This is an optimization exercise on Yosys and OpenROAD, whose aim is small area and a short achievable clock period, not a production implementation.
Where RTL was checked, it was by simulation tests only, not by an equivalence proof against the original.
For runs 1, 2 and 7, only the layout was checked, not whether the RTL still works.
Power and IR drop assume default switching activity.

==> flow/design.v, too long to show whole: its modules and the start of the top module <==
// module ce_dalu: 258 lines
// module ce_dalu_mac: 910 lines
// module ce_dalu_add41: 120 lines
// module ce_dalu_add16: 99 lines
// module ce_dalu_inc16: 54 lines
// module ce_dalu_cmp16: 53 lines
module ce_dalu (
    input  wire        clk,
    input  wire        rst,          
    input  wire        ins_valid,    
    input  wire [31:0] ins,          
    input  wire [2:0]  rd_sel,       
    output wire [15:0] rd_data,
    output wire [39:0] acc,          
    output wire [4:0]  flags         
);
  // ...
==> flow/flow/run.sh <==
#!/bin/bash
# Standard layout, with these changes:
#  - synthesis: the standard synthesis script, sourcing a copy of ORFS's
#    synth.tcl whose only change is the ABC script (flow/abc.script);
#  - after synthesis, fapol.py removes inverters around full adders by
#    flipping adder polarities; the result is kept only if ABC proves it
#    equivalent to the synthesized netlist;
#  - plain buffers (not delay cells) on the ports;
#  - the resizer's timing repair asked for more setup slack than the
#    standard flow.
set -euo pipefail
W=$PWD
F=$W/flow
sed 's#^  log_cmd abc {\*}$abc_args$#  log_cmd abc -script '"$F"'/abc.script {*}[lrange $abc_args 2 end]#' \
    "$FLOW_HOME/scripts/synth.tcl" > "$W/synth_mine.tcl"
grep -q "abc.script" "$W/synth_mine.tcl"
sed 's#source $::env(SCRIPTS_DIR)/synth.tcl#source '"$W"'/synth_mine.tcl#' \
    "$W/synth_recipe.tcl" > "$W/synth_recipe_mine.tcl"
grep -q "synth_mine.tcl" "$W/synth_recipe_mine.tcl"
ARGS=(SYNTH_SCRIPT="$W/synth_recipe_mine.tcl"
      BUFFER_PORTS_ARGS="-buffer_cell sky130_fd_sc_hd__buf_2"
      SETUP_SLACK_MARGIN=10 TNS_END_PERCENT=0)
bash standard.sh "${ARGS[@]}" synth > make_synth.log 2>&1

# full-adder polarity clean-up, checked by ABC's combinational equivalence
R=$W/orfs/results/sky130hd/ce_dalu/base
LIB=$FLOW_HOME/platforms/sky130hd/lib/sky130_fd_sc_hd__tt_025C_1v80.lib
cp "$R/1_2_yosys.v" "$W/netlist_synth.v"
python3 "$F/fapol.py" "$W/netlist_synth.v" "$W/netlist_fapol.v" > fapol.log 2>&1
for n in synth fapol; do
  cat > "$W/blif_$n.ys" <<EOY
read_liberty -ignore_miss_func $LIB
read_verilog $W/netlist_$n.v
hierarchy -top ce_dalu
flatten
opt_clean
techmap
opt -fast
dfflegalize -cell \$_DFF_P_ x
write_blif $W/netlist_$n.blif
EOY
  yosys -q -s "$W/blif_$n.ys" > "yosys_blif_$n.log" 2>&1
done
yosys-abc -c "cec $W/netlist_synth.blif $W/netlist_fapol.blif" > cec.log 2>&1 || true
if grep -q "Networks are equivalent" cec.log; then
  cp "$W/netlist_fapol.v" "$R/1_2_yosys.v"
  echo "fapol netlist used" >> fapol.log
else
  echo "fapol netlist NOT used" >> fapol.log
fi
bash standard.sh "${ARGS[@]}" finish > make.log 2>&1
==> flow/flow/abc.script <==
strash
dch -f
map -D 3000
topo
stime -c
buffer -c
upsize -c -D 3000
dnsize -c -D 3000
==> flow/flow/fapol.py <==
#!/usr/bin/env python3
"""Full-adder polarity clean-up of a synthesized netlist.

A full adder is self-dual: FA(~a, ~b, ~c) = (~cout, ~sum).  Synthesis leaves
inverters between full adders (and between full adders and other logic)
wherever the polarity it picked for an adder does not match its neighbours.
This pass flips an adder (connects its inputs to the complemented nets and
complements its outputs) whenever that removes more inverters than it adds,
until no flip helps.  The function of the netlist is unchanged; registers and
all other cells are left as they are.

Usage: fapol.py in.v out.v
"""
import re
import sys
from collections import defaultdict

FA = re.compile(r"sky130_fd_sc_hd__fa_\d+$")
INV = re.compile(r"sky130_fd_sc_hd__(inv|clkinv)_\d+$")
INV_CELL = "sky130_fd_sc_hd__inv_1"


def main(src, dst):
    text = open(src).read()
    m = re.search(r"^module\s+\w+\s*\(.*?\);\n", text, re.S | re.M)
    head_end = m.end()
    end = text.rindex("endmodule")
    body = text[head_end:end]

    # split body into declarations and cell instances
    cell_re = re.compile(r"^  (sky130_fd_sc_hd__\w+)\s+(\S+)\s*\((.*?)\n  \);\n", re.S | re.M)
    decl_parts = []
    cells = {}
    order = []
    pos = 0
    for cm in cell_re.finditer(body):
        decl_parts.append(body[pos:cm.start()])
        pos = cm.end()
        typ, name, pinstxt = cm.group(1), cm.group(2), cm.group(3)
        pins = {}
        for pm in re.finditer(r"\.(\w+)\(([^()]*)\)", pinstxt):
            pins[pm.group(1)] = pm.group(2).strip()
        cells[name] = [typ, pins]
        order.append(name)
    decl_parts.append(body[pos:])
    decls = "".join(decl_parts)
    if re.search(r"^\s*assign\b", decls, re.M):
        # aliased nets: leave the netlist alone
        open(dst, "w").write(text)
        print("fapol: netlist has assign statements, unchanged")
        return

    outputs = {"X", "Y", "Q", "Q_N", "SUM", "COUT", "HI", "LO"}
    ports_out = set()
    for pm in re.finditer(r"^\s*output\s+(\[\d+:\d+\]\s*)?(\S+);", text[:head_end] + decls, re.M):
        rng, nm = pm.group(1), pm.group(2)
        if rng:
            hi, lo = map(int, re.findall(r"\d+", rng))
            for i in range(min(hi, lo), max(hi, lo) + 1):
                ports_out.add(f"{nm}[{i}]")
        else:
            ports_out.add(nm)

    driver = {}
    loads = defaultdict(set)

    def rebuild():
        driver.clear()
        loads.clear()
        for name, (typ, pins) in cells.items():
            for p, n in pins.items():
                if not n:
                    continue
                if p in outputs:
                    driver[n] = (name, p)
                else:
                    loads[n].add((name, p))

    rebuild()

    def is_inv(name):
        return INV.match(cells[name][0]) is not None

    def inv_of(n):
        """An inverter whose input is net n, if any."""
        for (c, p) in loads[n]:
            if is_inv(c) and p == "A":
                return c
        return None

    newid = [0]

    def new_net():
        newid[0] += 1
        return f"fapol_n{newid[0]}"

    def new_inv(a):
        newid[0] += 1
        name = f"fapol_i{newid[0]}"
        y = new_net()
        cells[name] = [INV_CELL, {"A": a, "Y": y}]
        order.append(name)
        driver[y] = (name, "Y")
        loads[a].add((name, "A"))
        return y

    def remove_cell(name):
        typ, pins = cells.pop(name)
        for p, n in pins.items():
            if p in outputs:
                driver.pop(n, None)
            else:
                loads[n].discard((name, p))

    def connect(cell, pin, net):
        old = cells[cell][1][pin]
        loads[old].discard((cell, pin))
        cells[cell][1][pin] = net
        loads[net].add((cell, pin))

    def flip_gain(f):
        pins = cells[f][1]
        gain = 0
        for p in ("A", "B", "CIN"):
            n = pins[p]
            d = driver.get(n)
            if d and is_inv(d[0]):
                if len(loads[n]) == 1 and n not in ports_out:
                    gain += 1
            elif inv_of(n) is None:
                gain -= 1
        for q in ("COUT", "SUM"):
            o = pins[q]
            invs = [c for (c, p) in loads[o] if is_inv(c) and p == "A"]
            others = [x for x in loads[o] if not (is_inv(x[0]) and x[1] == "A")]
            if o in ports_out:
                others.append(("<port>", ""))
            gain += len(invs)
            if others:
                gain -= 1
        return gain

    def flip(f):
        pins = cells[f][1]
        # inputs
        for p in ("A", "B", "CIN"):
            n = pins[p]
            d = driver.get(n)
            if d and is_inv(d[0]):
                src = cells[d[0]][1]["A"]
                connect(f, p, src)
                if not loads[n] and n not in ports_out:
                    remove_cell(d[0])
            else:
                i = inv_of(n)
                y = cells[i][1]["Y"] if i else new_inv(n)
                connect(f, p, y)
        # outputs: the adder now drives the complement of o
        for q in ("COUT", "SUM"):
            o = pins[q]
            invs = [c for (c, p) in list(loads[o]) if is_inv(c) and p == "A"]
            others = [x for x in loads[o] if not (is_inv(x[0]) and x[1] == "A")]
            is_port = o in ports_out
            if not invs and not others and not is_port:
                continue
            nn = new_net()
            driver.pop(o, None)
            pins[q] = nn
            driver[nn] = (f, q)
            # loads that wanted ~o take the adder's output directly
            for c in invs:
                y = cells[c][1]["Y"]
                for (lc, lp) in list(loads[y]):
                    connect(lc, lp, nn)
                if y in ports_out:
                    # keep the port net: regenerate it from nn
                    loads[o].discard((c, "A"))
                    cells[c] = ["sky130_fd_sc_hd__buf_1", {"A": nn, "X": y}]
                    loads[nn].add((c, "A"))
                    driver[y] = (c, "X")
                    continue
                remove_cell(c)
            # loads that want o get an inverter of the adder's output
            if others or is_port:
                name = f"fapol_i{newid[0] + 1}"
                newid[0] += 1
                cells[name] = [INV_CELL, {"A": nn, "Y": o}]
                order.append(name)
                driver[o] = (name, "Y")
                loads[nn].add((name, "A"))

    fas = [c for c in order if FA.match(cells[c][0])]
    ninv0 = sum(1 for c in cells if is_inv(c))
    changed = True
    rounds = 0
    nflip = 0
    while changed and rounds < 50:
        changed = False
        rounds += 1
        for f in fas:
            if flip_gain(f) > 0:
                flip(f)
                nflip += 1
                changed = True
    ninv1 = sum(1 for c in cells if is_inv(c))

    # emit
    used = set()
    for name in order:
        if name in cells:
            for n in cells[name][1].values():
                used.add(n)

    def fmt(n):
        return n + " " if n.startswith("\\") else n

    out = [text[:head_end], decls.rstrip("\n") + "\n"]
    for i in range(1, newid[0] + 1):
        if f"fapol_n{i}" in used:
            out.append(f"  wire fapol_n{i};\n")
    for name in order:
        if name not in cells:
            continue
        typ, pins = cells[name]
        pl = ",\n".join(f"    .{p}({fmt(n)})" for p, n in pins.items())
        out.append(f"  {typ} {fmt(name)} (\n{pl}\n  );\n")
    out.append(text[end:])
    open(dst, "w").write("".join(out))
    print(f"fapol: {len(fas)} full adders, {nflip} flips, inverters {ninv0} -> {ninv1}")


if __name__ == "__main__":
    main(sys.argv[1], sys.argv[2])
==> flow/standard.sh <==
#!/bin/bash
# synth_recipe.tcl (not shown) runs the flow's synth.tcl, then flattens the netlist and writes it again
# the make line also repeats each setting of config.mk as NAME=value (left out here)
make -C /OpenROAD-flow-scripts/flow DESIGN_CONFIG=/design/flow/config.mk WORK_HOME=/design/flow/orfs CLKGATE_MAP_FILE= SYNTH_SCRIPT=/design/flow/synth_recipe.tcl "${@:-finish}"
==> flow/config.mk <==
export PLATFORM = sky130hd
export DESIGN_NAME = ce_dalu
export DESIGN_NICKNAME = ce_dalu
export VERILOG_FILES = /design/flow/design.v
export SDC_FILE = /design/flow/constraint.sdc
export NUM_CORES = 8
export LEC_CHECK = 0
export ABC_AREA = 1
export CAP_MARGIN = 20
export CORE_MARGIN = 2
export CORE_UTILIZATION = 45
export CTS_BUF_LIST = sky130_fd_sc_hd__clkbuf_8
export CTS_CLUSTER_DIAMETER = 60
export CTS_CLUSTER_SIZE = 15
export SLEW_MARGIN = 20
==> flow/constraint.sdc <==
create_clock -name core_clock -period 20.0 [get_ports {clk}]
set_input_delay 4.0000 -clock core_clock [delete_from_list [all_inputs] [get_ports {clk}]]
set_output_delay 4.0000 -clock core_clock [all_outputs]
set_load 0.01 [all_outputs]
==> results.cfg, run 1 <==
[outcome]
status = complete, no violations

[min_path]
holdPathEnd = f_n$_SDFFE_PP0P_

[floorplanning]
start_util_pct = 45.60
die_area_sq_um = 61770

[worst_setup_path]
cp_data_arrival_time_ns = 5.93
slowest_delay_ns = 0.30
critical_path.top_delay_family = buffers and inverters
cp-start-kind = input pin
reg2regPathDepth = 54
reg2reg_slack_ns = 10.74
worst_r2r_startpoint = cs_s[0]$_DFFE_PP_

[drt]
drt_iter0_markers = 4613
wl_met3_microns = 18490
top_layer_used = met4

[flow_run]
max_cap_violations = 0

[sta]
fmax_mhz = 100.7
rsz0062_at_grt = true
slew-limit-headroom_pct = 19.35
drv_slew = 0

[clock_tree]
cts_hold_buffers = 0
post_cts_buffers = 26
insertion_delay_ns = 0.65

[layout]
nMultiInputCombCells = 2528
instances_no_fill = 4263
seqAreaFraction_pct = 20.95
largest_reg_flops = 41
regMostFlops = cs_s
clk_share_pct = 1.517

[power]
p_per_area_nw_per_um2 = 77.56
switchingPower_uw = 1246
pwr-share-clk_pct = 13.1
power_leader = combinational logic

[placed_design]
dpl-instance-area_sq_um = 28230
place_inst = 4170

[grt]
met2_usage_pct = 60.76
top_usage_layer = met2

[logic_synthesis]
yosysWarnings = 1
==> module ce_dalu, before the edit <==
module ce_dalu (
    input  wire        clk,
    input  wire        rst,          
    input  wire        ins_valid,    
    input  wire [31:0] ins,          
    input  wire [2:0]  rd_sel,       
    output wire [15:0] rd_data,
    output wire [39:0] acc,          
    output wire [4:0]  flags         
);
    localparam [5:0] OP_LDI  = 6'h07, OP_MOV  = 6'h08, OP_MTS  = 6'h09;
    localparam [5:0] OP_MPY  = 6'h10, OP_MAC  = 6'h11, OP_MSU  = 6'h12;
    localparam [5:0] OP_MPYI = 6'h13, OP_MACI = 6'h14, OP_CLRA = 6'h15;
    localparam [5:0] OP_LDA  = 6'h16, OP_ADDA = 6'h17, OP_SUBA = 6'h18;
    localparam [5:0] OP_RND  = 6'h19, OP_SHRA = 6'h1A, OP_SHLA = 6'h1B;
    localparam [5:0] OP_ADD  = 6'h20, OP_SUB  = 6'h21, OP_ADDI = 6'h22;
    localparam [5:0] OP_AND  = 6'h23, OP_OR   = 6'h24, OP_XOR  = 6'h25;
    localparam [5:0] OP_SHL  = 6'h26, OP_SHR  = 6'h27, OP_CMP  = 6'h28;
    localparam [5:0] OP_CMPI = 6'h29, OP_MIN  = 6'h2A, OP_MAX  = 6'h2B;
    localparam [5:0] OP_LIM  = 6'h2C, OP_NEG  = 6'h2D, OP_ABS  = 6'h2E;
    reg [15:0] d0, d1, d2, d3, d4, d5, d6, d7;
    reg [40:0] cs_s, cs_c;                         
    reg        f_n, f_z, f_v, f_c, f_sat;
    reg        f_na, f_za, f_va;                   
    wire [40:0] acc_x;                             
    wire        acc_co;
    wire [40:0] acc_p, acc_g;
    ce_dalu_add41 u_accadd (.a(cs_s), .b(cs_c), .s(acc_x), .p(acc_p), .g(acc_g), .co(acc_co));
    wire [39:0] acc_r = acc_x[39:0];
    function [15:0] rdmux;
        input [2:0] s;
        input [15:0] r0, r1, r2, r3, r4, r5, r6, r7;
        begin
            rdmux = ({16{s == 3'd0}} & r0) | ({16{s == 3'd1}} & r1) |
                    ({16{s == 3'd2}} & r2) | ({16{s == 3'd3}} & r3) |
                    ({16{s == 3'd4}} & r4) | ({16{s == 3'd5}} & r5) |
                    ({16{s == 3'd6}} & r6) | ({16{s == 3'd7}} & r7);
        end
    endfunction
    wire [5:0]  op   = ins[31:26];
    wire [2:0]  fd   = ins[25:23];
    wire [2:0]  fa   = ins[22:20];
    wire [2:0]  fb   = ins[19:17];
    wire        s_r  = ins[16];
    wire        s_i  = ins[19];
    wire [15:0] imm  = ins[15:0];
    wire [15:0] da = rdmux(fa, d0, d1, d2, d3, d4, d5, d6, d7);
    wire [15:0] db = rdmux(fb, d0, d1, d2, d3, d4, d5, d6, d7);
    wire [15:0] dd = rdmux(fd, d0, d1, d2, d3, d4, d5, d6, d7);
    assign rd_data = rdmux(rd_sel, d0, d1, d2, d3, d4, d5, d6, d7);
    assign acc     = acc_r;
    assign flags   = {f_sat, f_c,
                      f_va ? (acc_x[40] ^ acc_x[39]) : f_v,
                      f_za ? (acc_r == 40'd0) : f_z,
                      f_na ? acc_r[39] : f_n};
    wire ex = ins_valid & ~rst;
    wire i_ldi  = (op == OP_LDI) & ~rst;
    wire i_mov  = (op == OP_MOV) & ~rst;
    wire i_mts  = (op == OP_MTS) & (ins[22:17] == 6'd24) & ~rst;
    wire i_mpy  = (op == OP_MPY) & ~rst;
    wire i_mac  = (op == OP_MAC) & ~rst;
    wire i_msu  = (op == OP_MSU) & ~rst;
    wire i_mpyi = (op == OP_MPYI) & ~rst;
    wire i_maci = (op == OP_MACI) & ~rst;
    wire i_clra = (op == OP_CLRA) & ~rst;
    wire i_lda  = (op == OP_LDA) & ~rst;
    wire i_adda = (op == OP_ADDA) & ~rst;
    wire i_suba = (op == OP_SUBA) & ~rst;
    wire i_rnd  = (op == OP_RND) & ~rst;
    wire i_shra = (op == OP_SHRA) & ~rst;
    wire i_shla = (op == OP_SHLA) & ~rst;
    wire i_add  = (op == OP_ADD) & ~rst;
    wire i_sub  = (op == OP_SUB) & ~rst;
    wire i_addi = (op == OP_ADDI) & ~rst;
    wire i_and  = (op == OP_AND) & ~rst;
    wire i_or   = (op == OP_OR) & ~rst;
    wire i_xor  = (op == OP_XOR) & ~rst;
    wire i_shl  = (op == OP_SHL) & ~rst;
    wire i_shr  = (op == OP_SHR) & ~rst;
    wire i_cmp  = (op == OP_CMP) & ~rst;
    wire i_cmpi = (op == OP_CMPI) & ~rst;
    wire i_min  = (op == OP_MIN) & ~rst;
    wire i_max  = (op == OP_MAX) & ~rst;
    wire i_lim  = (op == OP_LIM) & ~rst;
    wire i_neg  = (op == OP_NEG) & ~rst;
    wire i_abs  = (op == OP_ABS) & ~rst;
    wire g_mul = i_mpy | i_mac | i_msu | i_mpyi | i_maci;
    wire g_hi  = i_lda | i_adda | i_suba;
    wire g_acc = i_mpy | i_mac | i_msu | i_mpyi | i_maci | i_lda | i_adda | i_suba | i_clra;
    wire u_acc = i_mac | i_msu | i_maci | i_adda | i_suba;
    wire m_sub = i_msu | i_suba;
    wire m_x2  = i_mpy | i_mac | i_msu | g_hi;
    wire [16:0] mx = m_x2 ? {da, 1'b0} : {da[15], da};
    reg [7:0] b_one, b_two, b_neg;
    integer k;
    reg     b2, b1, b0;
    always @(*) begin
        for (k = 0; k < 8; k = k + 1) begin
            b2 = db[2*k+1];
            b1 = db[2*k];
            b0 = (k == 0) ? 1'b0 : db[2*k-1];
            b_one[k] = g_mul & (b1 ^ b0);
            b_two[k] = (g_mul & ((b2 & ~b1 & ~b0) | (~b2 & b1 & b0))) | (g_hi & (k == 7));
            b_neg[k] = (g_mul & (b2 ^ m_sub)) | (g_hi & (k == 7) & m_sub);
        end
    end
    function [39:0] rev40;
        input [39:0] x;
        integer j;
        begin
            for (j = 0; j < 40; j = j + 1) rev40[j] = x[39-j];
        end
    endfunction
    function [15:0] rev16;
        input [15:0] x;
        integer j;
        begin
            for (j = 0; j < 16; j = j + 1) rev16[j] = x[15-j];
        end
    endfunction
    wire        over39 = imm[5] & (imm[4] | imm[3]);
    wire [5:0]  amt_a  = over39 ? 6'd39 : imm[5:0];
    wire        sh_acc = i_shra | i_shla;
    wire [5:0]  sh_amt = sh_acc ? amt_a : {2'b00, imm[3:0]};
    wire [39:0] acc_rv = rev40(acc_r);
    wire [39:0] sh_in;
    assign sh_in[23:0]  = i_shla ? acc_rv[23:0] : i_shl ? {24{da[15]}} : acc_r[23:0];
    assign sh_in[39:24] = i_shla ? acc_rv[39:24] :
                          i_shr  ? da :
                          i_shl  ? rev16(da) : acc_r[39:24];
    wire        sh_fill = i_shra ? acc_r[39] : (i_shr & ~imm[4] & da[15]);
    wire [39:0] sh_1   = sh_amt[0] ? {sh_fill, sh_in[39:1]} : sh_in;
    wire [39:0] sh_2   = sh_amt[1] ? {{2{sh_fill}}, sh_1[39:2]} : sh_1;
    wire [39:0] sh_3   = sh_amt[2] ? {{4{sh_fill}}, sh_2[39:4]} : sh_2;
    wire [39:0] sh_4   = sh_amt[3] ? {{8{sh_fill}}, sh_3[39:8]} : sh_3;
    wire [39:0] sh_5   = sh_amt[4] ? {{16{sh_fill}}, sh_4[39:16]} : sh_4;
    wire [39:0] sh_out = sh_amt[5] ? {{32{sh_fill}}, sh_5[39:32]} : sh_5;
    wire [39:0] acc_shf = i_shla ? rev40(sh_out) : sh_out;
    wire [40:0] a_op = ({41{u_acc}} & {acc_r[39], acc_r}) |
                       ({41{sh_acc}} & {acc_shf[39], acc_shf});
    wire [40:0] t_s, t_c;
    ce_dalu_mac u_mac (.x(mx), .one(b_one), .two(b_two), .neg(b_neg),
                       .a(a_op), .s0(t_s), .s1(t_c));
    reg  [39:0] ga;
    integer q;
    always @(*) begin
        ga[39] = 1'b0;
        for (q = 38; q >= 0; q = q - 1)
            ga[q] = ga[q+1] | (acc_r[q] ^ acc_r[39]);
    end
    wire shla_v = ga[6'd39 - amt_a];
    wire        shl_ovf = ~((&sh_out[24:9]) | ~(|sh_out[24:9]));
    wire [15:0] shl_raw = rev16(sh_out[39:24]);
    wire [15:0] r_shl   = (shl_ovf & s_i) ? {da[15], {15{~da[15]}}} : shl_raw;
    wire [15:0] r_shr   = sh_out[39:24];
    wire [15:0] rnd_v;
    wire [15:0] rnd_p, rnd_g;
    wire        rnd_co;
    ce_dalu_inc16 u_rnd (.a(acc_r[31:16]), .b(16'd0), .ci(acc_r[15]),
                         .s(rnd_v), .p(rnd_p), .g(rnd_g), .co(rnd_co));
    wire        r_ones  = &acc_r[30:15];
    wire        rnd_hi  = ~acc_r[39] & ((|acc_r[38:31]) | r_ones);
    wire        rnd_lo  =  acc_r[39] & ~(&acc_r[38:31]) &
                          ~((&acc_r[38:32]) & ~acc_r[31] & r_ones);
    wire        rnd_sat = s_r & (rnd_hi | rnd_lo);
    wire [15:0] r_rnd   = rnd_sat ? {rnd_lo, {15{rnd_hi}}} : rnd_v;
    wire a_zero = i_neg | i_abs | i_ldi;
    wire a_imm  = i_addi | i_cmpi | i_ldi;
    wire a_inv  = i_sub | i_cmp | i_cmpi | i_neg | i_min | i_max | i_lim;
    wire a_cin  = a_inv | (i_abs & da[15]);
    wire [15:0] al  = a_zero ? 16'd0 : da;
    wire [15:0] ar0 = a_imm ? imm :
                      i_abs ? (da ^ {16{da[15]}}) :
                      i_neg ? da : db;
    wire [15:0] ar  = ar0 ^ {16{a_inv}};
    wire [15:0] asum, a_p, a_g;
    wire        a_c16;
    ce_dalu_add16 u_alu (.a(al), .b(ar), .ci(a_cin), .s(asum), .p(a_p), .g(a_g), .co(a_c16));
    wire        a_x16 = al[15] ^ ar[15] ^ a_c16;           
    wire        a_ovf = a_x16 ^ asum[15];
    wire        a_s   = (i_addi ? s_i : s_r) & ~(i_cmp | i_cmpi);
    wire [15:0] r_add = (a_ovf & a_s) ? {a_x16, {15{~a_x16}}} : asum;
    wire [15:0] a_k   = al | ar;
    wire        a_z   = &(~(a_p ^ {a_k[14:0], a_cin}));
    wire        z_add = a_z & ~(a_ovf & a_s);
    wire        c_alu = (i_add | i_addi) ? a_c16 : ~a_c16;
    wire [15:0] c1_s, c1_p, c1_g, c2_s, c2_p, c2_g;
    wire        c1_co, c2_co;
    ce_dalu_cmp16 u_cmp1 (.a({~dd[15], dd[14:0]}), .b({da[15], ~da[14:0]}), .ci(1'b1),
                          .s(c1_s), .p(c1_p), .g(c1_g), .co(c1_co));
    ce_dalu_cmp16 u_cmp2 (.a({~db[15], db[14:0]}), .b({dd[15], ~dd[14:0]}), .ci(1'b1),
                          .s(c2_s), .p(c2_p), .g(c2_g), .co(c2_co));
    wire lt_ab = a_x16;                                     
    wire lt_da = ~c1_co;                                    
    wire gt_db = ~c2_co;                                    
    wire gt_ab = ~lt_ab & (asum != 16'd0);                  
    wire sel_a = i_mov | (i_min & lt_ab) | (i_max & ~lt_ab) | (i_lim & ~gt_ab & lt_da);
    wire sel_b = (i_min & ~lt_ab) | (i_max & lt_ab) | (i_lim & (gt_ab | (~lt_da & gt_db)));
    wire sel_d = i_lim & ~gt_ab & ~lt_da & ~gt_db;
    wire g_add = i_add | i_sub | i_addi | i_cmp | i_cmpi | i_neg | i_abs;
    wire [15:0] wd_o = ({16{sel_a}} & da) | ({16{sel_b}} & db) | ({16{sel_d}} & dd) |
                     ({16{i_rnd}} & r_rnd) |
                     ({16{i_and | i_or}} & a_g) |
                     ({16{i_or | i_xor}} & a_p) |
                     ({16{i_shl}} & r_shl) |
                     ({16{i_shr}} & r_shr);
    wire [15:0] wd   = ({16{g_add | i_ldi}} & r_add) | wd_o;
    wire        wd_z = g_add ? z_add : (wd_o == 16'd0);
    wire wr_d = i_ldi | i_mov | i_rnd | i_add | i_sub | i_addi | i_and | i_or |
                i_xor | i_shl | i_shr | i_min | i_max | i_lim | i_neg | i_abs;
    wire [15:0] wdat = wd;
    wire        we   = ex & wr_d;
    always @(posedge clk) begin
        if (rst | (we & (fd == 3'd0))) d0 <= wdat;
        if (rst | (we & (fd == 3'd1))) d1 <= wdat;
        if (rst | (we & (fd == 3'd2))) d2 <= wdat;
        if (rst | (we & (fd == 3'd3))) d3 <= wdat;
        if (rst | (we & (fd == 3'd4))) d4 <= wdat;
        if (rst | (we & (fd == 3'd5))) d5 <= wdat;
        if (rst | (we & (fd == 3'd6))) d6 <= wdat;
        if (rst | (we & (fd == 3'd7))) d7 <= wdat;
    end
    always @(posedge clk) begin
        if (rst | (ex & (g_acc | sh_acc))) begin
            cs_s <= t_s;
            cs_c <= t_c;
        end
    end
    wire g_nz16 = i_rnd | g_add | i_and | i_or | i_xor | i_shl | i_shr |
                  i_min | i_max | i_lim;
    wire v_upd16 = g_add | i_and | i_or | i_xor | i_shl | i_shr;
    wire v16 = (g_add & a_ovf) | (i_shl & shl_ovf);
    wire sat16 = (g_add & a_ovf & a_s) | (i_shl & shl_ovf & s_i) | (i_rnd & rnd_sat);
    wire c16 = (i_add | i_addi | i_sub | i_cmp | i_cmpi) & c_alu;
    always @(posedge clk) begin
        if (rst) begin
            f_n <= 1'b0; f_z <= 1'b0; f_v <= 1'b0; f_c <= 1'b0; f_sat <= 1'b0;
            f_na <= 1'b0; f_za <= 1'b0; f_va <= 1'b0;
        end else if (ex) begin
            if (i_mts) begin
                f_n <= dd[0]; f_z <= dd[1]; f_v <= dd[2]; f_c <= dd[3]; f_sat <= dd[4];
                f_na <= 1'b0; f_za <= 1'b0; f_va <= 1'b0;
            end else if (g_acc) begin
                f_na <= 1'b1; f_za <= 1'b1; f_va <= 1'b1; f_c <= 1'b0;
            end else if (sh_acc) begin
                f_na <= 1'b1; f_za <= 1'b1; f_va <= 1'b0; f_c <= 1'b0;
                f_v <= i_shla & shla_v;
            end else if (g_nz16) begin
                f_n <= wd[15]; f_z <= wd_z; f_c <= c16;
                f_na <= 1'b0; f_za <= 1'b0;
                if (v_upd16) begin
                    f_v <= v16; f_va <= 1'b0;
                end
                if (sat16) f_sat <= 1'b1;
            end
        end
    end
endmodule
==> run 2, diff against run 1 <==
--- a/flow/design.v
+++ b/flow/design.v
@@ -184,3 +184,3 @@
     wire        a_z   = &(~(a_p ^ {a_k[14:0], a_cin}));
-    wire        z_add = a_z & ~(a_ovf & a_s);
+    wire        z_add = a_z & ~(a_s & al[15] & ar[15]);
     wire        c_alu = (i_add | i_addi) ? a_c16 : ~a_c16;
==> run 2 against run 1 <==
Compared with the run above:
- still clean on timing, DRC and antenna
- synthesized cell count is 0.70% higher
- core utilization is 0.51 points higher
- worst setup slack better by 0.070 ns
- hold slack worse by 0.0028 ns
- non-clock buffer count is 21 higher
- largest cell class unchanged
- highest routed layer is now met5
==> results.cfg, run 2 <==
[outcome]
status = complete, no violations

[sta]
post-route-period-util_pct = 49.30
setup-violations-final = 0
min_period_ns = 9.861
fmax_mhz = 101.4
hold_viol = 0
setup_tns_ns = 0
rsz0062_at_grt = true
drv_slew = 0
worst_hold_slack_ns = 0.4794
slew-limit-headroom_pct = 24.27
worstMarginPinSlew_ns = 1.126
skew_ns = 0.02649

[layout]
reg_top3 = cs_s: 41 flops, cs_c: 34 flops
drive_gt1_share_pct = 16.15
syn2layout_area_growth_pct = 11.90
largest_reg_flops = 41
nets = 3834
design_area_sq_um = 30070
regMostFlops = cs_s
final_common_cell = nand2_1
final_cell_mix = nand2_1 (533), inv_1 (400), nor2_1 (231), edfxtp_1 (203), o22ai_1 (187)
fin_util_pct = 50.95

[clock_tree]
clk_pin_slew_ns = 0.09
insertion_delay_ns = 0.67
cts_max_level = 1
cts_sinks = 210
cts-root-to-sink-buffers = 3
cts_hold_buffers = 0
cts_root_buffer = clkbuf_8
cts_tree = yes
cts_inserted_buffers = 27

[worst_setup_path]
worstPathRequired_ns = 16.00
crit_type = in2out
cp_max_fo = 8
reg2regPathDepth = 50
cp_data_arrival_time_ns = 5.86
cp-start-kind = input pin
end_kind = output port

[floorplanning]
row_count = 89
ioPinCount = 99
die_w_microns = 248.4
start_util_pct = 45.53
die_area_sq_um = 61690
dieHeight_microns = 248.4
core_region_area_sq_um = 59020

[min_path]
hold-path-cell-count = 2
hold_path.class = reg2reg

[power]
p_per_area_nw_per_um2 = 100.6
switchingPower_uw = 1700
max-vdd-ir-drop_v = 0.0001018
switching_share_pct = 56.20
pwr-share-clk_pct = 11.6
pwr-share-comb_pct = 65.1
p_int_uw = 1324
pwr-share-seq_pct = 23.2
p_leak_uw = 0.01292

[logic_synthesis]
syn-cell-area_sq_um = 26870
yosysWarnings = 1
synth.avg_cell_area_sq_um = 7.834
syn_inst = 3430
syn-num-nets = 3744

[grt]
antenna_found_initial = 3
gr-total-overflow = 0
grt_util_all_layers_pct = 42.62
grt_pass1_vias = 27280
grt_max_degree = 72
grt_pass1_wl_microns = 189800

[flow_run]
max_cap_violations = 0

[drt]
viasPerCell = 6.750
drc = 0
firstDrtPassIters = 7
wl_microns = 134400
drt_iter0_markers = 4403
wire_per_inst_microns = 31.16
vias = 29110
drtAntennaViolNets = 0

[placed_design]
port_buffers = 98
gp_congestion = 1.042
place_hpwl_microns = 100800
dpl-instance-area_sq_um = 28460
## run 2: critical path, cell delays in order
cell and delay (ns):
buf_2 0.16, inv_1 0.11, nand2_1 0.28, clkinvlp_4 0.31
a22oi_1 0.20, o2111ai_1 0.12, a221oi_1 0.21, o21ai_0 0.25
buf_2 0.22
## run 2: repair_timing
item / in CTS / in global routing
resized for setup: 59 / 86
setup endpoints to repair: 144 / 162
buffers inserted: 12 / 34
pin swaps: 7 / 23
cloned: 1 / 4
## run 2: worst paths after layout
check                    start          endpoint  slack (ns)
min reg2reg   f_n$_SDFFE_PP0P_  f_n$_SDFFE_PP0P_        0.48
max                  rd_sel[2]        rd_data[2]       10.14
max reg2reg  cs_s[0]$_DFFE_PP_  f_v$_SDFFE_PP0P_       10.82
min           f_n$_SDFFE_PP0P_  f_n$_SDFFE_PP0P_        0.48
## run 2: power groups by stage
stage / Combinational [uW] / Clock, uW / Sequential (uW)
2_1_floorplan: 1070 / 0 / 664
3_3_place_gp: 1780 / 0 / 705
3_5_place_dp: 1790 / 0 / 701
4_1_cts: 1830 / 354 / 694
5_1_grt: 2060 / 367 / 707
6_report: 1970 / 351 / 703
## run 2: through the flow
stage	power, uW	std cells	setup slack [ns]
CTS	2874	4271	9.939
global placement	2481	4213	7.761
floorplan	1730	3430	10.00
finish	3024	4312	10.14
detailed placement	2489	4213	7.530
global route	3131	4310	9.868
## run 2: cell type report
type                       count  area (sq um)
fill                        5774         28950
multi-input combinational   2587         18750
sequential                   210          6236
timing repair buffer         252          1826
inverter                     441          1694
tap                          773         967.2
clock buffer                  27         371.6
clock inverter                18         214.0
antenna                        3         7.507
timing repair inverter         1         5.005
## run 2: metal layers
layer  wire (microns)  part of all wire, %  GRT usage [%]
met1            52550                   39          58.48
met2            56360                   42          63.39
met3            16860                   13          9.610
met4             8594                  6.4          20.48
met5                7               0.0052              0
==> run 3, diff against run 2 <==
--- a/flow/design.v
+++ b/flow/design.v
@@ -200,10 +200,13 @@
     wire g_add = i_add | i_sub | i_addi | i_cmp | i_cmpi | i_neg | i_abs;
-    wire [15:0] wd_o = ({16{sel_a}} & da) | ({16{sel_b}} & db) | ({16{sel_d}} & dd) |
-                     ({16{i_rnd}} & r_rnd) |
-                     ({16{i_and | i_or}} & a_g) |
-                     ({16{i_or | i_xor}} & a_p) |
-                     ({16{i_shl}} & r_shl) |
-                     ({16{i_shr}} & r_shr);
-    wire [15:0] wd   = ({16{g_add | i_ldi}} & r_add) | wd_o;
-    wire        wd_z = g_add ? z_add : (wd_o == 16'd0);
+    wire [15:0] wd_m = ({16{sel_a}} & da) | ({16{sel_b}} & db) | ({16{sel_d}} & dd);
+    wire [15:0] wd_x = ({16{i_rnd}} & r_rnd) |
+                       ({16{i_and | i_or}} & a_g) |
+                       ({16{i_or | i_xor}} & a_p) |
+                       ({16{i_shl}} & r_shl) |
+                       ({16{i_shr}} & r_shr);
+    wire [15:0] wd   = ({16{g_add | i_ldi}} & r_add) | wd_m | wd_x;
+    wire        z_m  = (sel_a & (da == 16'd0)) | (sel_b & (db == 16'd0)) |
+                       (sel_d & (dd == 16'd0));
+    wire        wd_z = (g_add & z_add) | ((i_min | i_max | i_lim) & z_m) |
+                       ((i_rnd | i_and | i_or | i_xor | i_shl | i_shr) & (wd_x == 16'd0));
     wire wr_d = i_ldi | i_mov | i_rnd | i_add | i_sub | i_addi | i_and | i_or |
==> run 3 against run 2 <==
Compared with the run above:
- maximum frequency fell by 1.1%
- sequential share of layout area about the same
- via count is 2.0% higher
- combinational power increased by 19%
- clock power down 11%
- critical endpoint is now rd_data[4]
==> results.cfg, run 3 <==
[worst_setup_path]
cpMaxStageDelayCell = inv_1
cp_max_fo = 11
cp_data_arrival_time_ns = 5.97
crit_path_cell_trace = buf_2 -> nor2_1 -> nand2_1 -> inv_1 -> a211oi_1 -> o2111ai_1 -> buf_2
cp-start-kind = input pin
end_kind = output port
worst_r2r_startpoint = cs_c[0]$_DFFE_PP_
worstPathRequired_ns = 16.00
cp_common_cell = buf_2
critical_path.top_delay_family = buffers and inverters
crit_type = in2out
cp.buffers_inverters = 3
worstSetupStartpoint = rd_sel[1]
slowest_delay_ns = 0.46

[min_path]
hp-start = f_n$_SDFFE_PP0P_
hold_path.class = reg2reg

[drt]
drtAntennaViolNets = 0
wire_per_inst_microns = 31.86
firstDrtPassIters = 9
drt_iter0_markers = 4543
vias = 29670
wl_microns = 138900
drc = 0
viasPerCell = 6.806

[sta]
slew-limit-headroom_pct = 20.41
fmax_mhz = 100.3
hold_viol = 0
rsz0062_at_grt = true
skew_ns = 0.05834
min_period_ns = 9.972
drv_slew = 0
setup-violations-final = 0
worstMarginPinSlew_ns = 1.185
post-route-period-util_pct = 49.86
setup_tns_ns = 0

[power]
p_int_uw = 1461
pwr-share-comb_pct = 68.8
pwr-share-seq_pct = 22.1
p_per_area_nw_per_um2 = 113.8
switchingPower_uw = 1958
p_leak_uw = 0.01291
switching_share_pct = 57.28
max-vdd-ir-drop_v = 0.0001088
pwr-share-clk_pct = 9.1
power.total_uw = 3419

[logic_synthesis]
syn_inst = 3464
synth.avg_cell_area_sq_um = 7.761
yosysWarnings = 1
syn-num-nets = 3779
syn-cell-area_sq_um = 26880

[layout]
final_common_cell = nand2_1
syn2layout_area_growth_pct = 11.72
largest_reg_flops = 41
final_cell_mix = nand2_1 (477), inv_1 (418), nor2_1 (236), edfxtp_1 (203), o22ai_1 (202)
reg_top3 = cs_s: 41 flops, cs_c: 34 flops
drive_gt1_share_pct = 15.50
regMostFlops = cs_s
nets = 3888

[clock_tree]
cts_sinks = 210
cts_inserted_buffers = 24
cts_tree = yes
clk_pin_slew_ns = 0.07
cts_max_level = 1
insertion_delay_ns = 0.66
cts_root_buffer = clkbuf_8
cts-root-to-sink-buffers = 3

[placed_design]
place_hpwl_microns = 106700
gp_congestion = 1.048
port_buffers = 98

[flow_run]
max_cap_violations = 0

[floorplanning]
die_w_microns = 248.4
die_area_sq_um = 61720
dieHeight_microns = 248.4
start_util_pct = 45.55
ioPinCount = 99
core_region_area_sq_um = 59020
row_count = 89

[grt]
antenna_found_initial = 2
grt_max_degree = 75
grt_pass1_wl_microns = 195400
gr-total-overflow = 0
grt_util_all_layers_pct = 42.92
grt_pass1_vias = 27760

[outcome]
status = complete, no violations
-- run 3: path summary, 6_finish.rpt --
check                     end  slack [ns]  cells past startpoint
max                rd_data[4]       10.03                      7
min          f_n$_SDFFE_PP0P_        0.50                      2
max reg2reg  f_z$_SDFFE_PP0P_       10.92                     52
min reg2reg  f_n$_SDFFE_PP0P_        0.50                      2
-- run 3: timing repair --
item / 4_1_cts / 5_1_grt
pin swaps: 11 / 22
hold buffers: 0 / 0
gates resized for setup: 48 / 96
endpoints found under the setup margin: 161 / 159
cloned: 0 / 2
buffers inserted: 28 / 44
-- run 3: metrics by stage --
step	hold slack (ns)	area [sq um]	std cells	setup slack (ns)	utilization (%)
finish	0.4955	30040	4360	10.03	50.89
global route	0.5159	30040	4360	9.804	50.89
CTS	0.4907	29270	4313	9.862	49.60
detailed placement	0.4802	28380	4246	7.946	48.08
global placement	0.4684	28370	4246	7.983	48.06
floorplan	0.4454	26900	3464	10.03	-
-- run 3: tightest hold or removal path, stage by stage, from the launching register on --
cell and delay, ns:
dfxtp_1 0.32, nand2_1 0.07, a21oi_1 0.06
-- run 3: layout make-up --
type | count | area (sq um)
clock buffer | 24 | 330.3
timing repair inverter | 1 | 5.005
timing repair buffer | 268 | 1831
tap | 773 | 967.2
antenna | 1 | 2.502
sequential | 210 | 6236
clock inverter | 15 | 155.1
inverter | 477 | 1847
fill | 5810 | 28980
multi-input combinational | 2591 | 18660
-- run 3: layer usage --
metal | routed length, microns | up-vias | global-route usage (%)
li1 | - | 12520 | -
met1 | 52380 | 14230 | 56.76
met2 | 59100 | 2402 | 65.23
met3 | 17870 | 524 | 10.30
met4 | 9524 | 2 | 22.22
met5 | 14 | - | 0
-- run 3: power groups by stage --
stage               Sequential, uW  Combinational [uW]  Clock (uW)
floorplan                      716                1240           0
global placement               757                2100           0
detailed placement             754                2110           0
CTS                            747                2160         315
global route                   763                2460         327
finish                         754                2350         312
==> run 4, diff against run 3 <==
--- a/flow/flow/run.sh
+++ b/flow/flow/run.sh
@@ -21,3 +21,3 @@
       BUFFER_PORTS_ARGS="-buffer_cell sky130_fd_sc_hd__buf_2"
-      SETUP_SLACK_MARGIN=10 TNS_END_PERCENT=0)
+      SETUP_SLACK_MARGIN=10 TNS_END_PERCENT=100)
 bash standard.sh "${ARGS[@]}" synth > make_synth.log 2>&1
==> run 4 against run 3 <==
Compared with the run above:
- still clean
- maximum frequency rose by 0.29%
- register-to-register slack better by 0.12 ns
- die area unchanged
- sequential share of layout area shrank 0.22 points
- worst setup slack gained 0.029 ns
==> results.cfg, run 4 <==
[drt]
viasPerCell = 6.798
wl_microns = 139500
vias = 29810
wire_per_inst_microns = 31.81
met1Wirelength_microns = 53030
wl_met2_microns = 59310
drt_iter0_markers = 4423
drc = 0
drtAntennaViolNets = 0
top_layer_used = met5
wl_met3_microns = 17530
firstDrtPassIters = 9

[logic_synthesis]
syn-num-nets = 3779
yosysWarnings = 1
syn_inst = 3464
syn-cell-area_sq_um = 26880
synth.avg_cell_area_sq_um = 7.761

[layout]
largest_reg_flops = 41
reg_top3 = cs_s: 41 flops, cs_c: 34 flops
multiInputGateArea_sq_um = 18740
regMostFlops = cs_s
regArea_sq_um = 6236
drive_gt1_share_pct = 16.45
design_area_sq_um = 30360
final_cell_mix = nand2_1 (475), inv_1 (414), nor2_1 (234), edfxtp_1 (203), o22ai_1 (202)
instances_no_fill = 4385
nets = 3912
syn2layout_area_growth_pct = 12.93
final_common_cell = nand2_1
nFillCells = 5779

[sta]
worstMarginPinSlew_ns = 1.179
drv_slew = 0
worst_hold_slack_ns = 0.4933
setup_tns_ns = 0
hold_viol = 0
fmax_mhz = 100.6
post-route-period-util_pct = 49.71
slew-limit-headroom_pct = 20.77
skew_ns = 0.04711
rsz0062_at_grt = false
min_period_ns = 9.943
setup-violations-final = 0

[clock_tree]
cts-root-to-sink-buffers = 3
clk_pin_slew_ns = 0.07
cts_tree = yes
cts_max_level = 1
insertion_delay_ns = 0.66
cts_root_buffer = clkbuf_8
cts_inserted_buffers = 24
cts_sinks = 210

[floorplanning]
die_area_sq_um = 61720
dieHeight_microns = 248.4
core_region_area_sq_um = 59020
row_count = 89
start_util_pct = 45.55
ioPinCount = 99
die_w_microns = 248.4

[power]
p_leak_uw = 0.01303
pwr-share-comb_pct = 69.0
pwr-share-seq_pct = 21.9
power.total_uw = 3447
switchingPower_uw = 1969
switching_share_pct = 57.13
max-vdd-ir-drop_v = 0.0001143
p_per_area_nw_per_um2 = 113.6
pwr-share-clk_pct = 9.1
p_int_uw = 1478

[min_path]
hp-start = f_z$_SDFFE_PP0P_
hold_path.class = reg2reg
holdPathEnd = f_z$_SDFFE_PP0P_
hold-path-cell-count = 2

[worst_setup_path]
end_kind = output port
cp-start-kind = input pin
cp_data_arrival_time_ns = 5.94
cp_max_fo = 10
worst_r2r_startpoint = cs_c[0]$_DFFE_PP_
crit_type = in2out
reg2regPathDepth = 51
regToRegEndpoint = f_n$_SDFFE_PP0P_
worstPathRequired_ns = 16.00
reg2reg_slack_ns = 11.04

[placed_design]
port_buffers = 98
place_hpwl_microns = 106700
dpl-instance-area_sq_um = 28380
place_inst = 4246
gp_congestion = 1.048

[grt]
grt_pass1_vias = 27850
antenna_found_initial = 3
gr-total-overflow = 0
grt_max_degree = 75
grt_pass1_wl_microns = 196000
grt_util_all_layers_pct = 43.07

[outcome]
status = complete, no violations

[flow_run]
max_cap_violations = 0
[run 4: worst max path at each step]
stage	slack, ns	end	cells past startpoint	from
2_1_floorplan	10.03	d0[9]$_DFFE_PP_	35	ins[21]
3_3_place_gp	7.98	d4[6]$_DFFE_PP_	36	ins[19]
3_5_place_dp	7.95	d4[2]$_DFFE_PP_	36	ins[19]
4_1_cts	10.01	d3[3]$_DFFE_PP_	36	ins[22]
5_1_grt	9.90	f_n$_SDFFE_PP0P_	39	ins[19]
6_report	10.06	rd_data[13]	10	rd_sel[2]
[run 4: metrics by stage]
| stage | worst slack, ns | utilization (%) |
|---|---|---|
| floorplan | 10.03 | - |
| global placement | 7.983 | 48.06 |
| detailed placement | 7.946 | 48.08 |
| CTS | 10.01 | 49.92 |
| global route | 9.897 | 51.44 |
| finish | 10.06 | 51.44 |
[run 4: what timing repair did]
action	4_1_cts	5_1_grt
cloned	1	2
hold buffers	0	0
buffers inserted	40	55
resized for setup	69	103
pin swaps	18	27
endpoints found under the setup margin	161	159
[run 4: power by group through the flow]
stage	combinational, uW	clock, uW	sequential, uW
2_1_floorplan	1240	0	716
3_3_place_gp	2100	0	757
3_5_place_dp	2110	0	754
4_1_cts	2190	315	746
5_1_grt	2480	327	763
6_report	2380	314	755
[run 4: worst max-delay path, stage by stage]
cell	delay, ns
buf_2	0.15
inv_1	0.10
nand2_2	0.18
inv_1	0.20
buf_4	0.25
a221oi_1	0.30
o21ai_0	0.15
a21oi_1	0.14
o221ai_1	0.23
buf_2	0.22
[run 4: layout make-up]
| type | count | share of cell area, % |
|---|---|---|
| clock buffers | 24 | 1.088 |
| diodes | 2 | 0.01648 |
| well taps | 773 | 3.186 |
| repair buffers | 292 | 6.796 |
| multi-input cells | 2591 | 61.73 |
| flip-flops and latches | 210 | 20.54 |
| clock inverters | 15 | 0.5110 |
| repair inverters | 1 | 0.01648 |
| inverters | 477 | 6.120 |
[run 4: layer usage]
layer / GRT usage [%] / vias up
li1: - / 12560
met1: 57.45 / 14290
met2: 65.72 / 2416
met3: 9.494 / 544
met4: 21.86 / 2
met5: 0 / -
==> run 5, diff against run 4 <==
--- a/flow/flow/run.sh
+++ b/flow/flow/run.sh
@@ -21,3 +21,3 @@
       BUFFER_PORTS_ARGS="-buffer_cell sky130_fd_sc_hd__buf_2"
-      SETUP_SLACK_MARGIN=10 TNS_END_PERCENT=100)
+      SETUP_SLACK_MARGIN=10 TNS_END_PERCENT=0)
 bash standard.sh "${ARGS[@]}" synth > make_synth.log 2>&1
==> flow/flow/abc.script (replaced) <==
&get -n
&st
&dch -f
&nf -a -K 6 -R 1000
&put
topo
dnsize -c
==> run 5 against run 4 <==
Compared with the run above:
- design area fell by 1.4%
- highest routed layer unchanged
- power decreased by 28%
- critical path type unchanged
- first-iteration DRC count grew 24%
- via count down 5.0%
- register-to-register slack worse by 0.66 ns
- clock power up about 10%
- largest power group unchanged
==> results.cfg, run 5 <==
[outcome]
status = complete, no violations

[sta]
setup_tns_ns = 0
fmax_mhz = 100.2
rsz0062_at_grt = true
slew-limit-headroom_pct = 17.31
skew_ns = 0.07019
setup-violations-final = 0
worst_hold_slack_ns = 0.4753
min_period_ns = 9.982
worstMarginPinSlew_ns = 1.231
post-route-period-util_pct = 49.91
drv_slew = 0
hold_viol = 0

[layout]
final_cell_mix = nand2_1 (335), nor2_1 (223), a21oi_1 (213), edfxtp_1 (203), xnor2_1 (174)
regMostFlops = cs_s
reg_top3 = cs_s: 41 flops, cs_c: 34 flops
syn2layout_area_growth_pct = 19.50
drive_gt1_share_pct = 16.89
largest_reg_flops = 41
final_common_cell = nand2_1
nets = 3531
fin_util_pct = 54.33

[worst_setup_path]
reg2reg_slack_ns = 10.38
worstSetupStartpoint = rd_sel[0]
cp_data_arrival_time_ns = 5.98
reg2regPathDepth = 45
cp_max_fo = 16
worst_r2r_startpoint = cs_s[0]$_DFFE_PP_
cp-start-kind = input pin
crit_type = in2out
end_kind = output port
worstPathRequired_ns = 16.00
regToRegEndpoint = f_v$_SDFFE_PP0P_

[power]
max-vdd-ir-drop_v = 0.00007795
switchingPower_uw = 1299
p_int_uw = 1168
pwr-share-clk_pct = 14.0
pwr-share-seq_pct = 23.8
power.total_uw = 2468
p_per_area_nw_per_um2 = 82.44
p_leak_uw = 0.01113
switching_share_pct = 52.66
pwr-share-comb_pct = 62.1

[clock_tree]
clk_pin_slew_ns = 0.08
cts_tree = yes
cts_root_buffer = clkbuf_8
cts-root-to-sink-buffers = 3
insertion_delay_ns = 0.66
cts_sinks = 210
cts_inserted_buffers = 26
cts_max_level = 1

[floorplanning]
die_w_microns = 239.9
die_area_sq_um = 57570
dieHeight_microns = 239.9
ioPinCount = 99
start_util_pct = 45.47
row_count = 86
core_region_area_sq_um = 55090

[logic_synthesis]
yosysWarnings = 1
synth.avg_cell_area_sq_um = 8.629
syn_inst = 2903
syn-num-nets = 3218
syn-cell-area_sq_um = 25050

[placed_design]
gp_congestion = 1.079
port_buffers = 98
place_hpwl_microns = 90830

[grt]
gr-total-overflow = 0
grt_max_degree = 76
grt_util_all_layers_pct = 43.47
antenna_found_initial = 3
grt_pass1_vias = 26430
grt_pass1_wl_microns = 182300

[drt]
firstDrtPassIters = 14
drc = 0
wl_microns = 128100
drt_iter0_markers = 5482
wire_per_inst_microns = 32.18
vias = 28330
drtAntennaViolNets = 0
viasPerCell = 7.115

[flow_run]
max_cap_violations = 0

[min_path]
hold-path-cell-count = 2
hold_path.class = reg2reg
holdPathEnd = f_va$_SDFFE_PP0P_
hp-start = f_va$_SDFFE_PP0P_
[run 5: cell count changes in the layout (fill, tap and decap cells not counted), sizes merged, moves of 96 or more]
cell,delta
a222oi,+96
inv,-426
o22ai,-137
clkinv,+164
nand2,-140
xnor2,+117
[run 5: final cells by class]
type / count / area (sq um)
Antenna cell: 2 / 5.005
Clock buffer: 26 / 357.8
Clock inverter: 18 / 216.5
Fill cell: 5224 / 25160
Inverter: 205 / 807.0
Multi-Input combinational cell: 2481 / 19250
Sequential cell: 210 / 6236
Tap cell: 748 / 935.9
Timing Repair Buffer: 290 / 2103
Timing Repair inverter: 2 / 17.52
[run 5: routing by layer]
layer	share of wire (%)	track usage (%)	wire (microns)
met5	0.010	0.1732	13
met4	7.0	23.08	8975
met3	15	13.00	18760
met2	40	61.79	51330
met1	38	59.28	49060
[run 5: critical path, stage by stage]
cell	delay (ns)
buf_2	0.22
nor3b_4	0.96
a222oi_1	0.23
a21boi_0	0.20
nand3_1	0.20
buf_2	0.16
[run 5: what timing repair did]
item | 4_1_cts | 5_1_grt
resized for setup | 129 | 116
gates cloned | 3 | 2
endpoints found under the setup margin | 145 | 137
pin swaps | 28 | 47
hold buffers | 0 | 0
setup buffers | 38 | 38
[run 5: per-stage QoR]
step	cells	setup WS [ns]	area (sq um)
2_1_floorplan	2903	9.904	25200
5_1_grt	3981	9.949	29930
6_report	3982	10.02	29930
3_5_place_dp	3854	7.401	27630
4_1_cts	3939	10.00	29120
3_3_place_gp	3853	7.384	27620
[run 5: worst max-delay path by stage]
stage,to,slack [ns]
floorplan,f_z$_SDFFE_PP0P_,9.90
global placement,d3[13]$_DFFE_PP_,7.38
detailed placement,d3[14]$_DFFE_PP_,7.40
CTS,f_z$_SDFFE_PP0P_,10.0
global route,flags[1],9.95
finish,rd_data[15],10.02
[run 5: power by group through the flow]
| stage | Combinational [uW] | Sequential [uW] | Clock (uW) |
|---|---|---|---|
| floorplan | 765 | 579 | 0 |
| finish | 1530 | 588 | 346 |
| detailed placement | 1320 | 594 | 0 |
| global placement | 1310 | 593 | 0 |
| global route | 1590 | 592 | 364 |
| CTS | 1390 | 585 | 350 |
==> run 6, diff against run 5 <==
==> flow/flow/abc.script (replaced) <==
&get -n
&st
&dch -f
&nf -a -K 6 -R 1000
&put
topo
stime -c
buffer -c
upsize -c
dnsize -c
==> run 6 against run 5 <==
Compared with the run above:
- still clean
- design area down 2.0%
- sequential share of layout area up 0.42 points
- non-clock buffer count fell by 26
- sequential cell count unchanged
- synthesized area up 4.2%
- clock skew up 0.014 ns
- worst setup slack better by 0.039 ns
- clock power fell by 7.5%
- first-iteration DRC count down 11%
- final cell count is 0.23% lower
- power is 2.3% lower
- critical path depth rose by 1
- highest routed layer unchanged
==> results.cfg, run 6 <==
[outcome]
status = complete, no violations

[sta]
post-route-period-util_pct = 49.72
slew-limit-headroom_pct = 19.17
setup-violations-final = 0
hold_viol = 0
setup_tns_ns = 0
fmax_mhz = 100.6
min_period_ns = 9.944
rsz0062_at_grt = true
drv_slew = 0
worst_hold_slack_ns = 0.5244
worstMarginPinSlew_ns = 1.200
skew_ns = 0.08410
fin_ws_ns = 10.06

[floorplanning]
core_region_area_sq_um = 57480
row_count = 88
start_util_pct = 45.41
ioPinCount = 99
die_area_sq_um = 59940
dieHeight_microns = 244.8
die_w_microns = 244.8

[worst_setup_path]
cp-start-kind = input pin
worstPathRequired_ns = 16.00
end_kind = output port
cp.buffers_inverters = 3
worstSetupStartpoint = rd_sel[0]
worst_r2r_startpoint = cs_c[0]$_DFFE_PP_
path_depth = 7
critical_path.top_delay_family = simple AND/OR/NAND/NOR gates
crit_end = rd_data[1]
crit_path_cell_trace = buf_2 -> and3b_1 -> a222oi_1 -> inv_1 -> a221oi_1 -> nand2_1 -> buf_2
reg2reg_slack_ns = 10.60
reg2regPathDepth = 48
regToRegEndpoint = f_v$_SDFFE_PP0P_
cp_data_arrival_time_ns = 5.94
cp_max_fo = 16
crit_type = in2out
cp_common_cell = buf_2
cpMaxStageDelayCell = and3b_1
slowest_delay_ns = 0.94

[placed_design]
place_inst = 3855
dp_slack_ns = 7.539
port_buffers = 98
place_hpwl_microns = 90520
gp_congestion = 1.049

[drt]
wire_per_inst_microns = 31.51
drtAntennaViolNets = 0
wl_microns = 125200
viasPerCell = 7.000
vias = 27810
drc = 0
drt_iter0_markers = 4894
firstDrtPassIters = 12

[logic_synthesis]
synth.avg_cell_area_sq_um = 8.362
syn-cell-area_sq_um = 26100
syn_inst = 3121
syn-num-nets = 3436
yosysWarnings = 1

[clock_tree]
cts_max_level = 1
insertion_delay_ns = 0.64
cts_hold_buffers = 0
cts-root-to-sink-buffers = 3
cts_inserted_buffers = 22
cts_tree = yes
cts_sinks = 210
cts_root_buffer = clkbuf_8
clk_pin_slew_ns = 0.08

[layout]
drive_gt1_share_pct = 15.84
largest_reg_flops = 41
instances_no_fill = 3973
final_cell_mix = nand2_1 (334), a21oi_1 (223), nor2_1 (220), edfxtp_1 (203), inv_1 (200)
final_common_cell = nand2_1
nets = 3503
syn2layout_area_growth_pct = 12.45
reg_top3 = cs_s: 41 flops, cs_c: 34 flops
regMostFlops = cs_s

[grt]
grt_max_degree = 76
gr-total-overflow = 0
grt_pass1_wl_microns = 179400
grt_pass1_vias = 26070
antenna_found_initial = 8
grt_util_all_layers_pct = 40.35

[min_path]
hold_path.class = reg2reg

[power]
p_leak_uw = 0.01152
p_per_area_nw_per_um2 = 82.19
max-vdd-ir-drop_v = 0.00006814

[flow_run]
max_cap_violations = 0
==> run 6: per-layer routing <==
layer,vias up,global-route usage [%],routed length [microns]
met5,-,0,79
met4,6,25.86,9480
met3,519,10.53,15880
met2,2272,59.84,52830
met1,13320,52.14,46930
li1,11700,-,-
==> run 6: timing repair <==
| item | in CTS | in global routing |
|---|---|---|
| pin swaps | 20 | 38 |
| cloned | 2 | 3 |
| setup buffers | 22 | 47 |
| resized for setup | 57 | 112 |
| setup endpoints to repair | 141 | 134 |
==> run 6: power breakdown <==
group | leakage [uW] | switching (uW) | internal, uW | total (uW)
sequential | 0.00211 | 43.2 | 545 | 588
combinational | 0.00917 | 1030 | 469 | 1500
clock | 0.000243 | 171 | 149 | 320
==> run 6: worst min-delay path by stage <==
stage                       from                end  cells after the start
3_3_place_gp   f_va$_SDFFE_PP0P_  f_va$_SDFFE_PP0P_                      2
5_1_grt        f_va$_SDFFE_PP0P_  f_va$_SDFFE_PP0P_                      2
3_5_place_dp   f_va$_SDFFE_PP0P_  f_va$_SDFFE_PP0P_                      2
4_1_cts        f_va$_SDFFE_PP0P_  f_va$_SDFFE_PP0P_                      2
2_1_floorplan   f_z$_SDFFE_PP0P_   f_z$_SDFFE_PP0P_                      2
6_report       f_va$_SDFFE_PP0P_  f_va$_SDFFE_PP0P_                      2
==> run 6: final cells by class <==
cell class                      count  area, sq um
Inverter                          208        792.0
Antenna cell                        8        20.02
Clock buffer                       22        302.8
Clock inverter                     14        192.7
Sequential cell                   210         6236
Timing Repair Buffer              264         1873
Multi-Input combinational cell   2481        18970
Tap cell                          765        957.2
Timing Repair inverter              1        5.005
Fill cell                        5547        28130
==> run 6: metrics by stage <==
stage / utilization (%) / area (sq um) / total power (uW)
5_1_grt: 51.03 / 29330 / 2490
3_3_place_gp: 47.91 / 27540 / 1910
2_1_floorplan: - / 26180 / 1367
6_report: 51.06 / 29350 / 2412
3_5_place_dp: 47.94 / 27560 / 1920
4_1_cts: 49.59 / 28500 / 2280
==> run 6: worst min-delay path, cell delays in order, from the launching register on <==
cell and delay, ns:
dfxtp_1 0.36, nand2_1 0.07, a21oi_1 0.05
==> run 7, diff against run 6 <==
--- a/flow/design.v
+++ b/flow/design.v
@@ -207,6 +207,13 @@
     wire [15:0] wd   = ({16{g_add | i_ldi}} & r_add) | wd_m | wd_x;
-    wire        z_m  = (sel_a & (da == 16'd0)) | (sel_b & (db == 16'd0)) |
-                       (sel_d & (dd == 16'd0));
-    wire        wd_z = (g_add & z_add) | ((i_min | i_max | i_lim) & z_m) |
+    wire za = (da == 16'd0), zb = (db == 16'd0), zd = (dd == 16'd0);
+    wire sa = da[15], sb = db[15], sd = dd[15];
+    wire z_min = (za & ~sb) | (zb & ~sa);
+    wire z_max = (za & (sb | zb)) | (zb & (sa | za));
+    wire z_clp = (sa | za) & ~sb & (zd | (za & sd) | (zb & ~sd & ~zd));
+    wire z_lim = gt_ab ? zb : z_clp;
+    wire n_lim = sb | (~gt_ab & sa & sd);
+    wire        wd_z = (g_add & z_add) | (i_min & z_min) | (i_max & z_max) | (i_lim & z_lim) |
                        ((i_rnd | i_and | i_or | i_xor | i_shl | i_shr) & (wd_x == 16'd0));
+    wire        wd_n = (i_min & (sa | sb)) | (i_max & (sa & sb)) | (i_lim & n_lim) |
+                       (~(i_min | i_max | i_lim) & wd[15]);
     wire wr_d = i_ldi | i_mov | i_rnd | i_add | i_sub | i_addi | i_and | i_or |
@@ -251,3 +258,3 @@
             end else if (g_nz16) begin
-                f_n <= wd[15]; f_z <= wd_z; f_c <= c16;
+                f_n <= wd_n; f_z <= wd_z; f_c <= c16;
                 f_na <= 1'b0; f_za <= 1'b0;
==> run 7 against run 6 <==
Compared with the run above:
- design area about the same
- register-to-register slack worse by 0.74 ns
- synthesized cell count about the same
- first-iteration DRC count down 11%
- power up 48%
- combinational power up 67%
- critical path type is now in2reg
- critical endpoint is now f_z$_SDFFE_PP0P_
==> results.cfg, run 7 <==
[sta]
fmax_mhz = 97.37
worstMarginPinSlew_ns = 1.193
min_period_ns = 10.27
setup-violations-final = 0
drv_slew = 0
hold_viol = 0
setup_tns_ns = 0
slew-limit-headroom_pct = 19.61
rsz0062_at_grt = true
worst_hold_slack_ns = 0.5093
post-route-period-util_pct = 51.35
skew_ns = 0.03430

[drt]
viasPerCell = 6.987
drc = 0
vias = 27780
drtAntennaViolNets = 0
wl_microns = 130200
drt_iter0_markers = 4343
firstDrtPassIters = 13
wire_per_inst_microns = 32.77

[floorplanning]
core_region_area_sq_um = 57480
row_count = 88
dieHeight_microns = 244.5
die_area_sq_um = 59780
ioPinCount = 99
start_util_pct = 45.28
die_w_microns = 244.5

[outcome]
status = complete, no violations

[layout]
nets = 3508
regMostFlops = cs_s
syn2layout_area_growth_pct = 12.79
drive_gt1_share_pct = 15.63
fin_util_pct = 51.08
final_cell_mix = nand2_1 (332), a21oi_1 (239), nor2_1 (215), inv_1 (206), edfxtp_1 (203)
largest_reg_flops = 41
reg_top3 = cs_s: 41 flops, cs_c: 34 flops
design_area_sq_um = 29360
final_common_cell = nand2_1

[logic_synthesis]
syn-num-nets = 3437
yosysWarnings = 1
syn_inst = 3122
syn-cell-area_sq_um = 26030
synth.avg_cell_area_sq_um = 8.337

[min_path]
hold_path.class = reg2reg

[grt]
antenna_found_initial = 2
grt_util_all_layers_pct = 42.23
gr-total-overflow = 0
grt_max_degree = 76
grt_pass1_wl_microns = 184800
grt_pass1_vias = 26310

[worst_setup_path]
cp-start-kind = input pin
end_kind = register
slowest_delay_ns = 0.42
cpMaxStageDelayCell = a222oi_1
cp_max_fo = 16
worstPathRequired_ns = 20.54
crit_type = in2reg
cp_data_arrival_time_ns = 10.81

[placed_design]
port_buffers = 98
dpl-instance-area_sq_um = 27490
place_hpwl_microns = 95490
gp_congestion = 1.096

[power]
p_per_area_nw_per_um2 = 122.0
max-vdd-ir-drop_v = 0.00009068
p_leak_uw = 0.01147

[clock_tree]
clk_pin_slew_ns = 0.10
cts_sinks = 210
cts_max_level = 1
cts_hold_buffers = 0
insertion_delay_ns = 0.61
cts-root-to-sink-buffers = 3
cts_tree = yes
cts_root_buffer = clkbuf_8
cts_inserted_buffers = 22

[flow_run]
max_cap_violations = 0
-- run 7: metal layers --
layer / vias up / global-route usage (%) / share of wire, %
met5: - / 0 / 0
met2: 2075 / 64.72 / 43
met3: 588 / 9.361 / 11
li1: 11750 / - / -
met1: 13360 / 52.84 / 37
met4: 0 / 29.66 / 9.1
-- run 7: metrics by stage --
stage | total power, uW | instances | setup slack [ns]
6_report | 3580 | 3975 | 9.730
5_1_grt | 3695 | 3972 | 9.610
4_1_cts | 3381 | 3951 | 9.954
3_5_place_dp | 2936 | 3858 | 7.142
3_3_place_gp | 2916 | 3858 | 7.431
2_1_floorplan | 1981 | 3122 | 9.953
-- run 7: final cells by class --
cell class                      count  area (sq um)
Fill cell                        5544         28120
Multi-Input combinational cell   2479         18990
Sequential cell                   210          6236
Timing Repair Buffer              267          1922
Tap cell                          765         957.2
Inverter                          213         799.5
Clock buffer                       24         330.3
Clock inverter                     13         108.9
Antenna cell                        4         10.01
-- run 7: worst paths after layout --
kind	from	to	slack, ns	cells after the start
max	ins[20]	f_z$_SDFFE_PP0P_	9.73	35
min	f_n$_SDFFE_PP0P_	f_n$_SDFFE_PP0P_	0.51	2
max reg2reg	cs_s[0]$_DFFE_PP_	f_z$_SDFFE_PP0P_	9.86	52
min reg2reg	f_n$_SDFFE_PP0P_	f_n$_SDFFE_PP0P_	0.51	2
-- run 7: worst max-delay path: cells and delay by family --
family | cells | cell delay (ns)
buffers and inverters | 3 | 0.65
AOI/OAI and AO/OA | 14 | 3.10
and+or+nand+nor | 17 | 2.63
muxes | 1 | 0.38
-- run 7: repair_timing --
item,in CTS,in global routing
pin swaps,41,37
cloned,4,2
resized for setup,109,57
setup buffers,52,16
setup endpoints to repair,149,135
-- run 7: where the power goes --
| part | internal [uW] | switching [uW] | total, uW | leakage (uW) |
|---|---|---|---|---|
| sequential | 656 | 131 | 787 | 0.00210 |
| clock | 118 | 176 | 294 | 0.000229 |
| combinational | 785 | 1710 | 2500 | 0.00914 |

afterwards: timing with drivers on the ports:
The results above use ideal ports. As a check the final layouts listed here were re-extracted and re-timed, cells and wires unchanged.
Step 1 assumes that a clkbuf_16 drives the clock port and a buf_2 every other input.
Step 2 moves the port delays by t, midway between the first and last clock arrival at a register: inputs arrive t later, outputs are due t later. That takes back most of the time a late clock gives input paths.
Three values: no drivers, after step 1, after step 2; two values: the first two.
| run | t, ns | setup WS [ns] | worst register clock-pin slew, ns | cell pins on the clock port's net |
|---|---|---|---|---|
| run 1 | 0.696 | 10.069 / 10.050 / 9.481 | 0.10 / 0.10 | 1 |
| run 2 | 0.715 | 10.139 / 10.119 / 9.461 | 0.10 / 0.10 | 1 |
| run 3 | 0.698 | 10.028 / 10.004 / 9.395 | 0.10 / 0.10 | 1 |
| run 4 | 0.703 | 10.057 / 10.034 / 9.547 | 0.10 / 0.10 | 1 |
| run 5 | 0.684 | 10.018 / 9.996 / 9.491 | 0.11 / 0.11 | 1 |
| run 6 | 0.658 | 10.056 / 10.024 / 9.483 | 0.10 / 0.10 | 1 |
| run 7 | 0.661 | 9.730 / 9.769 / 9.108 | 0.10 / 0.10 | 1 |
After both steps every run listed still meets setup and hold. The setup slack of run 2, which loses most, moves by -0.020 ns with the drivers and by -0.678 ns with both steps.
